Context: an optimization exercise on an open-source flow, tuned for small area and a short achievable clock period. The choices shown serve that exercise and are no tape-out recipe.
In this exercise RTL edits were held to simulation tests only and were not proved equivalent to the original.
Power is estimated from default activity; no workload was simulated.

==> design.v <==
module glade_shf (
    input  wire        clk,
    input  wire        rst,
    input  wire        trig,
    input  wire [3:0]  op,
    input  wire [63:0] a,
    input  wire [63:0] bsrc,
    input  wire [63:0] t,
    output reg  [63:0] q,
    output reg         err
);
    integer i;
    wire op_sll    = (op == 4'd0);
    wire op_srl    = (op == 4'd1);
    wire op_sra    = (op == 4'd2);
    wire op_rol    = (op == 4'd3);
    wire op_ror    = (op == 4'd4);
    wire op_bfextu = (op == 4'd5);
    wire op_bfexts = (op == 4'd6);
    wire op_bfins  = (op == 4'd7);
    wire op_brev   = (op == 4'd8);
    wire op_bswap  = (op == 4'd9);
    wire op_clz    = (op == 4'd10);
    wire op_ctz    = (op == 4'd11);
    wire op_popc   = (op == 4'd12);
    wire op_resv   = (op[3:2] == 2'b11) & (op[1:0] != 2'b00);
    wire [5:0] n     = t[5:0];
    wire       big   = |t[63:6];
    wire [6:0] w     = t[14:8];
    wire       fbad  = (|t[7:6]) | (|t[63:15]) | (w[6] & (|w[5:0]));
    wire       op_bf = op_bfextu | op_bfexts | op_bfins;
    wire       bad   = op_resv | (op_bf & fbad);
    wire       en    = trig & ~rst & ~bad;
    wire       hold  = ~rst & ~(trig & ~bad);
    wire       left = op_sll | op_rol | op_bfins;
    reg  [5:0] r;
    always @(*) begin
        r[0] = n[0];
        for (i = 1; i < 6; i = i + 1)
            r[i] = n[i] ^ (left & (|(n & ((6'd1 << i) - 6'd1))));
    end
    wire [63:0] src = op_bfins ? bsrc : a;
    wire [63:0] s0 = r[0] ? {src[0],    src[63:1]}  : src;
    wire [63:0] s1 = r[1] ? {s0[1:0],   s0[63:2]}   : s0;
    wire [63:0] s2 = r[2] ? {s1[3:0],   s1[63:4]}   : s1;
    wire [63:0] s3 = r[3] ? {s2[7:0],   s2[63:8]}   : s2;
    wire [63:0] s4 = r[4] ? {s3[15:0],  s3[63:16]}  : s3;
    wire [63:0] rot = r[5] ? {s4[31:0], s4[63:32]}  : s4;
    wire [6:0] S = {1'b0, n} + w;
    wire [6:0] X = op_bfins ? S : w;
    function automatic [63:0] ge6(input [5:0] x);
        reg [63:0] g;
        integer k, j, h;
        begin
            g = 64'd0;
            g[0] = 1'b1;               
            for (k = 0; k < 6; k = k + 1) begin
                h = 1 << k;
                for (j = 0; j < 32; j = j + 1) begin
                    if (j < h) begin
                        g[h + j] = ~x[k] | g[j];
                        g[j]     = ~x[k] & g[j];
                    end
                end
            end
            ge6 = g;
        end
    endfunction
    wire [63:0] G = ge6(n);
    wire [63:0] M = {64{X[6]}} | ~ge6(X[5:0]);
    reg  [63:0] R;
    always @(*)
        for (i = 0; i < 64; i = i + 1)
            R[i] = G[63 - i];
    wire [63:0] a_up = {a[62:0], 1'b0};
    wire        sign = (|w) & (S[6] ? a[63] : a_up[S[5:0]]);
    wire sel_all = en & (op_rol | op_ror);
    wire sel_g   = en & ((op_sll & ~big) | op_bfins);
    wire sel_r   = en & (((op_srl | op_sra) & ~big) | op_bfextu | op_bfexts);
    wire use_m   = op_bf;
    reg  [63:0] u;
    always @(*)
        for (i = 0; i < 64; i = i + 1)
            u[i] = op_clz ? t[63 - i] : t[i];
    reg [63:0] v0;
    reg [31:0] v1; reg [31:0]   p1;
    reg [15:0] v2; reg [31:0]   p2;
    reg [7:0]  v3; reg [23:0]   p3;
    reg [3:0]  v4; reg [15:0]   p4;
    reg [1:0]  v5; reg [9:0]    p5;
    reg        v6; reg [5:0]    p6;
    always @(*) begin
        v0 = u;
        for (i = 0; i < 32; i = i + 1) begin
            v1[i] = v0[2*i] | v0[2*i+1];
            p1[i] = ~v0[2*i];
        end
        for (i = 0; i < 16; i = i + 1) begin
            v2[i] = v1[2*i] | v1[2*i+1];
            p2[2*i +: 2] = v1[2*i] ? {1'b0, p1[2*i]} : {1'b1, p1[2*i+1]};
        end
        for (i = 0; i < 8; i = i + 1) begin
            v3[i] = v2[2*i] | v2[2*i+1];
            p3[3*i +: 3] = v2[2*i] ? {1'b0, p2[4*i +: 2]} : {1'b1, p2[4*i+2 +: 2]};
        end
        for (i = 0; i < 4; i = i + 1) begin
            v4[i] = v3[2*i] | v3[2*i+1];
            p4[4*i +: 4] = v3[2*i] ? {1'b0, p3[6*i +: 3]} : {1'b1, p3[6*i+3 +: 3]};
        end
        for (i = 0; i < 2; i = i + 1) begin
            v5[i] = v4[2*i] | v4[2*i+1];
            p5[5*i +: 5] = v4[2*i] ? {1'b0, p4[8*i +: 4]} : {1'b1, p4[8*i+4 +: 4]};
        end
        v6 = v5[0] | v5[1];
        p6 = v5[0] ? {1'b0, p5[4:0]} : {1'b1, p5[9:5]};
    end
    wire [6:0] tz_v = {~v6, p6 & {6{v6}}};
    wire pc_1 = t[0] ^ t[1] ^ t[2];
    wire pc_2 = (t[0] & t[1]) | (t[0] & t[2]) | (t[1] & t[2]);
    wire pc_3 = t[3] ^ t[4] ^ t[5];
    wire pc_4 = (t[3] & t[4]) | (t[3] & t[5]) | (t[4] & t[5]);
    wire pc_5 = t[6] ^ t[7] ^ t[8];
    wire pc_6 = (t[6] & t[7]) | (t[6] & t[8]) | (t[7] & t[8]);
    wire pc_7 = t[9] ^ t[10] ^ t[11];
    wire pc_8 = (t[9] & t[10]) | (t[9] & t[11]) | (t[10] & t[11]);
    wire pc_9 = t[12] ^ t[13] ^ t[14];
    wire pc_10 = (t[12] & t[13]) | (t[12] & t[14]) | (t[13] & t[14]);
    wire pc_11 = t[15] ^ t[16] ^ t[17];
    wire pc_12 = (t[15] & t[16]) | (t[15] & t[17]) | (t[16] & t[17]);
    wire pc_13 = t[18] ^ t[19] ^ t[20];
    wire pc_14 = (t[18] & t[19]) | (t[18] & t[20]) | (t[19] & t[20]);
    wire pc_15 = t[21] ^ t[22] ^ t[23];
    wire pc_16 = (t[21] & t[22]) | (t[21] & t[23]) | (t[22] & t[23]);
    wire pc_17 = t[24] ^ t[25] ^ t[26];
    wire pc_18 = (t[24] & t[25]) | (t[24] & t[26]) | (t[25] & t[26]);
    wire pc_19 = t[27] ^ t[28] ^ t[29];
    wire pc_20 = (t[27] & t[28]) | (t[27] & t[29]) | (t[28] & t[29]);
    wire pc_21 = t[30] ^ t[31] ^ t[32];
    wire pc_22 = (t[30] & t[31]) | (t[30] & t[32]) | (t[31] & t[32]);
    wire pc_23 = t[33] ^ t[34] ^ t[35];
    wire pc_24 = (t[33] & t[34]) | (t[33] & t[35]) | (t[34] & t[35]);
    wire pc_25 = t[36] ^ t[37] ^ t[38];
    wire pc_26 = (t[36] & t[37]) | (t[36] & t[38]) | (t[37] & t[38]);
    wire pc_27 = t[39] ^ t[40] ^ t[41];
    wire pc_28 = (t[39] & t[40]) | (t[39] & t[41]) | (t[40] & t[41]);
    wire pc_29 = t[42] ^ t[43] ^ t[44];
    wire pc_30 = (t[42] & t[43]) | (t[42] & t[44]) | (t[43] & t[44]);
    wire pc_31 = t[45] ^ t[46] ^ t[47];
    wire pc_32 = (t[45] & t[46]) | (t[45] & t[47]) | (t[46] & t[47]);
    wire pc_33 = t[48] ^ t[49] ^ t[50];
    wire pc_34 = (t[48] & t[49]) | (t[48] & t[50]) | (t[49] & t[50]);
    wire pc_35 = t[51] ^ t[52] ^ t[53];
    wire pc_36 = (t[51] & t[52]) | (t[51] & t[53]) | (t[52] & t[53]);
    wire pc_37 = t[54] ^ t[55] ^ t[56];
    wire pc_38 = (t[54] & t[55]) | (t[54] & t[56]) | (t[55] & t[56]);
    wire pc_39 = t[57] ^ t[58] ^ t[59];
    wire pc_40 = (t[57] & t[58]) | (t[57] & t[59]) | (t[58] & t[59]);
    wire pc_41 = t[60] ^ t[61] ^ t[62];
    wire pc_42 = (t[60] & t[61]) | (t[60] & t[62]) | (t[61] & t[62]);
    wire pc_43 = pc_1 ^ pc_3 ^ pc_5;
    wire pc_44 = (pc_1 & pc_3) | (pc_1 & pc_5) | (pc_3 & pc_5);
    wire pc_45 = pc_7 ^ pc_9 ^ pc_11;
    wire pc_46 = (pc_7 & pc_9) | (pc_7 & pc_11) | (pc_9 & pc_11);
    wire pc_47 = pc_13 ^ pc_15 ^ pc_17;
    wire pc_48 = (pc_13 & pc_15) | (pc_13 & pc_17) | (pc_15 & pc_17);
    wire pc_49 = pc_19 ^ pc_21 ^ pc_23;
    wire pc_50 = (pc_19 & pc_21) | (pc_19 & pc_23) | (pc_21 & pc_23);
    wire pc_51 = pc_25 ^ pc_27 ^ pc_29;
    wire pc_52 = (pc_25 & pc_27) | (pc_25 & pc_29) | (pc_27 & pc_29);
    wire pc_53 = pc_31 ^ pc_33 ^ pc_35;
    wire pc_54 = (pc_31 & pc_33) | (pc_31 & pc_35) | (pc_33 & pc_35);
    wire pc_55 = pc_37 ^ pc_39 ^ pc_41;
    wire pc_56 = (pc_37 & pc_39) | (pc_37 & pc_41) | (pc_39 & pc_41);
    wire pc_57 = pc_2 ^ pc_4 ^ pc_6;
    wire pc_58 = (pc_2 & pc_4) | (pc_2 & pc_6) | (pc_4 & pc_6);
    wire pc_59 = pc_8 ^ pc_10 ^ pc_12;
    wire pc_60 = (pc_8 & pc_10) | (pc_8 & pc_12) | (pc_10 & pc_12);
    wire pc_61 = pc_14 ^ pc_16 ^ pc_18;
    wire pc_62 = (pc_14 & pc_16) | (pc_14 & pc_18) | (pc_16 & pc_18);
    wire pc_63 = pc_20 ^ pc_22 ^ pc_24;
    wire pc_64 = (pc_20 & pc_22) | (pc_20 & pc_24) | (pc_22 & pc_24);
    wire pc_65 = pc_26 ^ pc_28 ^ pc_30;
    wire pc_66 = (pc_26 & pc_28) | (pc_26 & pc_30) | (pc_28 & pc_30);
    wire pc_67 = pc_32 ^ pc_34 ^ pc_36;
    wire pc_68 = (pc_32 & pc_34) | (pc_32 & pc_36) | (pc_34 & pc_36);
    wire pc_69 = pc_38 ^ pc_40 ^ pc_42;
    wire pc_70 = (pc_38 & pc_40) | (pc_38 & pc_42) | (pc_40 & pc_42);
    wire pc_71 = pc_43 ^ pc_45 ^ pc_47;
    wire pc_72 = (pc_43 & pc_45) | (pc_43 & pc_47) | (pc_45 & pc_47);
    wire pc_73 = pc_49 ^ pc_51 ^ pc_53;
    wire pc_74 = (pc_49 & pc_51) | (pc_49 & pc_53) | (pc_51 & pc_53);
    wire pc_75 = pc_44 ^ pc_46 ^ pc_48;
    wire pc_76 = (pc_44 & pc_46) | (pc_44 & pc_48) | (pc_46 & pc_48);
    wire pc_77 = pc_50 ^ pc_52 ^ pc_54;
    wire pc_78 = (pc_50 & pc_52) | (pc_50 & pc_54) | (pc_52 & pc_54);
    wire pc_79 = pc_56 ^ pc_57 ^ pc_59;
    wire pc_80 = (pc_56 & pc_57) | (pc_56 & pc_59) | (pc_57 & pc_59);
    wire pc_81 = pc_61 ^ pc_63 ^ pc_65;
    wire pc_82 = (pc_61 & pc_63) | (pc_61 & pc_65) | (pc_63 & pc_65);
    wire pc_83 = pc_58 ^ pc_60 ^ pc_62;
    wire pc_84 = (pc_58 & pc_60) | (pc_58 & pc_62) | (pc_60 & pc_62);
    wire pc_85 = pc_64 ^ pc_66 ^ pc_68;
    wire pc_86 = (pc_64 & pc_66) | (pc_64 & pc_68) | (pc_66 & pc_68);
    wire pc_87 = pc_71 ^ pc_73 ^ pc_55;
    wire pc_88 = (pc_71 & pc_73) | (pc_71 & pc_55) | (pc_73 & pc_55);
    wire pc_89 = pc_72 ^ pc_74 ^ pc_75;
    wire pc_90 = (pc_72 & pc_74) | (pc_72 & pc_75) | (pc_74 & pc_75);
    wire pc_91 = pc_77 ^ pc_79 ^ pc_81;
    wire pc_92 = (pc_77 & pc_79) | (pc_77 & pc_81) | (pc_79 & pc_81);
    wire pc_93 = pc_76 ^ pc_78 ^ pc_80;
    wire pc_94 = (pc_76 & pc_78) | (pc_76 & pc_80) | (pc_78 & pc_80);
    wire pc_95 = pc_82 ^ pc_83 ^ pc_85;
    wire pc_96 = (pc_82 & pc_83) | (pc_82 & pc_85) | (pc_83 & pc_85);
    wire pc_97 = pc_88 ^ pc_89 ^ pc_91;
    wire pc_98 = (pc_88 & pc_89) | (pc_88 & pc_91) | (pc_89 & pc_91);
    wire pc_99 = pc_90 ^ pc_92 ^ pc_93;
    wire pc_100 = (pc_90 & pc_92) | (pc_90 & pc_93) | (pc_92 & pc_93);
    wire pc_101 = pc_94 ^ pc_96 ^ pc_84;
    wire pc_102 = (pc_94 & pc_96) | (pc_94 & pc_84) | (pc_96 & pc_84);
    wire pc_103 = pc_97 ^ pc_67 ^ pc_69;
    wire pc_104 = (pc_97 & pc_67) | (pc_97 & pc_69) | (pc_67 & pc_69);
    wire pc_105 = pc_98 ^ pc_99 ^ pc_95;
    wire pc_106 = (pc_98 & pc_99) | (pc_98 & pc_95) | (pc_99 & pc_95);
    wire pc_107 = pc_100 ^ pc_101 ^ pc_86;
    wire pc_108 = (pc_100 & pc_101) | (pc_100 & pc_86) | (pc_101 & pc_86);
    wire pc_109 = pc_104 ^ pc_105 ^ pc_70;
    wire pc_110 = (pc_104 & pc_105) | (pc_104 & pc_70) | (pc_105 & pc_70);
    wire pc_111 = pc_110 ^ pc_106 ^ pc_107;
    wire pc_112 = (pc_110 & pc_106) | (pc_110 & pc_107) | (pc_106 & pc_107);
    wire pc_113 = pc_112 ^ pc_108 ^ pc_102;
    wire pc_114 = (pc_112 & pc_108) | (pc_112 & pc_102) | (pc_108 & pc_102);
    wire [5:0] pc_ra = {pc_114, pc_113, pc_111, pc_109, pc_103, pc_87};
    wire [5:0] pc_rb = {1'b0, 1'b0, 1'b0, 1'b0, 1'b0, t[63]};
    wire [6:0] popc_v_full = pc_ra + pc_rb;
    wire [6:0] popc_v = popc_v_full[6:0];
    wire [6:0] cnt = ({7{op_clz | op_ctz}} & tz_v) | ({7{op_popc}} & popc_v);
    wire f_sc  = en & ((op_sra & a[63]) | (op_bfexts & sign));
    wire f_a   = en & op_bfins;
    wire f_rev = en & op_brev;
    wire f_bsw = en & op_bswap;
    wire f_cnt = en;
    reg [63:0] res;
    reg        mk, fl;
    always @(*) begin
        for (i = 0; i < 64; i = i + 1) begin
            mk = sel_all | (((sel_g & G[i]) | (sel_r & R[i])) & (M[i] | ~use_m));
            fl = f_sc | (f_a & a[i]) | (f_rev & t[63 - i])
               | (f_bsw & t[8*(7 - i/8) + i%8]) | (hold & q[i]);
            if (i < 7) fl = fl | (f_cnt & cnt[i]);
            res[i] = mk ? rot[i] : fl;
        end
    end
    always @(posedge clk) begin
        q   <= res;
        err <= ~rst & trig & bad;
    end
endmodule
==> run.sh <==
#!/bin/bash
# synth_recipe.tcl (not shown) runs the flow's synth.tcl, then flattens the netlist and writes it again
# the make line also repeats each setting of config.mk as NAME=value (left out here)
make -C /OpenROAD-flow-scripts/flow DESIGN_CONFIG=/design/flow/config.mk WORK_HOME=/design/flow/orfs CLKGATE_MAP_FILE= SYNTH_SCRIPT=/design/flow/synth_recipe.tcl finish
==> config.mk <==
export PLATFORM = sky130hd
export DESIGN_NAME = glade_shf
export DESIGN_NICKNAME = glade_shf
export VERILOG_FILES = /design/flow/design.v
export SDC_FILE = /design/flow/constraint.sdc
export NUM_CORES = 4
export LEC_CHECK = 0
export CAP_MARGIN = 30
export CORE_MARGIN = 2
export CORE_UTILIZATION = 18
export PLACE_DENSITY = 0.35
export SLEW_MARGIN = 35
==> constraint.sdc <==
create_clock -name core_clock -period 11.0 [get_ports {clk}]
set_input_delay 2.2000 -clock core_clock [delete_from_list [all_inputs] [get_ports {clk}]]
set_output_delay 2.2000 -clock core_clock [all_outputs]
set_load 0.01 [all_outputs]
==> results.json <==
{
  "synth_ff_type": "dfxtp_1",
  "gr-total-overflow": 0,
  "cts_hold_repair.buffers": 0,
  "outcome": "complete, no violations",
  "power_density_nw_per_um2": 124,
  "post_dp_cell_area_sq_um": 19900,
  "syn_area_sq_um": 16100,
  "rr_worst_depth": 4,
  "syn_nets": 2486,
  "syn-mean-instance-area_sq_um": 7.31,
  "r2r-start": "q[1]",
  "syn2layout_area_growth_pct": 26.2,
  "dpl.hpwl_um": 92800,
  "clockBufferDepth": 2,
  "hold_path.class": "flip-flop to flip-flop",
  "tightest_slew_ns": 1.03,
  "final_nets": 2614,
  "design.die.area_sq_um": 91800,
  "drt_iter0_drc": 3008,
  "ys_types": 90,
  "setup_tns_ns": 0,
  "hold_violations": 0,
  "wl_um": 117000,
  "numCtsBuffers": 9,
  "endpoint_kind": "flip-flop",
  "final_cell_mix": "clkdlybuf4s50_1 (259), mux2i_1 (233), nand2_1 (225)",
  "p_int_mw": 1.21,
  "synth_seq_area_share": 0.0809,
  "root_buffer": "clkbuf_16",
  "grt_pass1_vias": 19000,
  "clock_power_share": 0.128,
  "dieHeight_um": 303,
  "cts_tree": "yes",
  "fin_crit_ns": 8.73,
  "crit_type": "primary input to flip-flop",
  "final.fill_count": 9767,
  "power_leakage_nw": 7.44,
  "seq_area_sq_um": 1300,
  "postRouteAntennaNets": 0,
  "slew_viol_final": 0,
  "synthArstFlopShare": 0,
  "postCtsSetupRepairBufs": 0,
  "r2r_slack_ns": 9.34,
  "routabilityCongestion": 0.933,
  "reg2reg_to": "q[1]",
  "finalCritPeriodShare": 0.793,
  "setup_slack_ns": 2.27,
  "numPortBuffers": 263,
  "grt.total_usage": 0.246,
  "rsz0062_at_grt": "false",
  "finalClockSkew_ns": 0,
  "comb_power_share": 0.757,
  "worst-endpoint-required_ns": 11.25,
  "grt_pass1_wl_um": 159000,
  "drcViolationCount": 0,
  "layout_commonest_cell": "clkdlybuf4s50_1",
  "hold_start": "q[13]",
  "drive_above_1_share": 0.101,
  "multi_input_area_sq_um": 13700,
  "place_ws_ns": 1.92,
  "peakVddDrop_mv": 0.149,
  "hold_end": "q[13]",
  "arrival_ns": 8.97,
  "crit_fanout": 11,
  "min_path_cells": 2,
  "wl_per_cell_um": 33.3,
  "swShare": 0.520,
  "power_switching_mw": 1.31,
  "synth_edf_count": 0,
  "vias_per_cell": 5.81,
  "path_clk_slew_ns": 0.06,
  "synth-seq-cells": 65,
  "num_vias": 20300,
  "firstDrtPassIters": 25,
  "row_count": 109,
  "num_io_pins": 264,
  "startpoint_type": "primary input",
  "stdcell_area_sq_um": 20300,
  "syn_inst": 2199,
  "slew_headroom": 0.309,
  "grt_start_max_net_pins": 68,
  "setup_viol": 0,
  "clock_latency_ns": 0.35,
  "pwr-share-seq": 0.115,
  "fmax_ghz": 0.115,
  "start_util": 0.182,
  "yosysWarnings": 1,
  "dieWidth_um": 303,
  "cts_resized": 0,
  "coreArea_sq_um": 88500,
  "cts-htree-levels": 3,
  "antenna_found_initial": 3,
  "cts.sinks": 65,
  "maxCapViolCount": 0
}
-- synth_stat cells (all sizes together), types with 35 or more instances --
| master | instances | area share |
|---|---|---|
| mux2i | 237 | 0.15 |
| nand2 | 225 | 0.053 |
| clkbuf | 174 | 0.041 |
| nor2 | 156 | 0.039 |
| a21oi | 136 | 0.043 |
| inv | 110 | 0.026 |
| nand3 | 108 | 0.034 |
| o21ai | 84 | 0.026 |
| nand4 | 76 | 0.030 |
| dfxtp | 65 | 0.081 |
| a222oi | 64 | 0.040 |
| a22oi | 63 | 0.029 |
| mux2 | 60 | 0.042 |
| fa | 58 | 0.072 |
| o211ai | 50 | 0.023 |
| o22ai | 50 | 0.019 |
| buf | 46 | 0.016 |
| nor3 | 40 | 0.013 |
| nor4 | 35 | 0.015 |
-- stage by stage --
stage	hold slack (ns)	std cells	util	total power, mW
finish	0.582	3500	0.229	2.52
floorplan	0.571	2199	-	1.47
global placement	0.582	3462	0.224	2.17
global route	0.618	3497	0.229	2.70
CTS	0.604	3496	0.229	2.53
detailed placement	0.585	3480	0.225	2.19
-- power groups by stage --
| stage | Clock, mW | Sequential, mW | Combinational, mW |
|---|---|---|---|
| final | 0.322 | 0.290 | 1.90 |
| after global routing | 0.343 | 0.292 | 2.07 |
| after CTS | 0.332 | 0.293 | 1.90 |
| after detailed placement | 0 | 0.298 | 1.89 |
| after global placement | 0 | 0.298 | 1.88 |
| after floorplan | 0 | 0.286 | 1.19 |
-- how the worst max path moves through the flow --
stage | startpoint | to | slack [ns] | cells after the start
after floorplan | t[4] | q[4] | 2.47 | 19
after global placement | t[30] | q[4] | 1.95 | 20
after CTS | t[11] | q[4] | 2.30 | 18
after global routing | t[30] | q[4] | 2.06 | 20
after detailed placement | t[11] | q[4] | 1.92 | 18
final | t[11] | q[4] | 2.27 | 18
-- state kept, by name, summed over array words and instances (netlist names) --
name and cells:
q 64, err 1
-- area by class of cell --
cell class                 instances  share of cell area
timing repair buffer             337               0.155
inverter                         111              0.0205
antenna                            3            0.000370
clock buffer                      10              0.0118
tap                             1165              0.0718
sequential                        65              0.0641
clock inverter                     6             0.00357
multi-input combinational       1803               0.673
-- cell families (layout without fill, tap and decap cells) --
kind of cell,count (synthesis),in the layout,share of synthesized area
fa+ha+maj,88,88,0.0955
xor+xnor,11,11,0.00599
flops,65,65,0.0809
simple gates,742,742,0.228
other cells,0,3,0
buf+inv,331,464,0.0821
mux,317,317,0.217
compound gates,645,645,0.290
-- worst max-delay path, cell delays in order --
cell,delay (ns)
clkdlybuf4s50_1,0.79
fa_1,0.69
inv_1,0.06
fa_1,0.54
inv_1,0.05
fa_1,0.51
fa_1,0.48
fa_1,0.47
fa_1,0.55
inv_1,0.05
fa_1,0.42
fa_1,0.46
fa_1,0.53
xnor2_1,0.15
a222oi_1,0.35
nand3_1,0.13
a211o_1,0.28
mux2_2,0.26
-- routing by layer --
layer | wire [um] | global-route usage
met5 | 0 | 0
met3 | 8060 | 0.0255
met1 | 50800 | 0.338
met4 | 3700 | 0.0700
met2 | 53900 | 0.405

==> re-timing with driven ports <==
In the flow no input, the clock included, has a driving cell. The finished layout below was timed again as built, in two steps. Step 1 assumes that a clkbuf_16 drives the clock port and a buf_2 every other input. Step 2 moves the port delays by t, midway between the first and last clock arrival at a register: inputs arrive t later, outputs are due t later. That takes back most of the time a late clock gives input paths. Slacks: ideal / step 1 / step 2; pairs: ideal / step 1.
t, ns: 0.411
setup WS [ns]: 2.273 / 2.295 / 1.884
worst hold slack (ns): 0.582 / 0.582 / 0.582
latest minus earliest clock arrival (ns): 0.011 / 0.012
worst register clock-pin slew, ns: 0.07 / 0.07
After both steps this run still meets setup and hold. For this run, drivers alone change the setup slack by +0.022 ns; drivers and shift together by -0.389 ns.
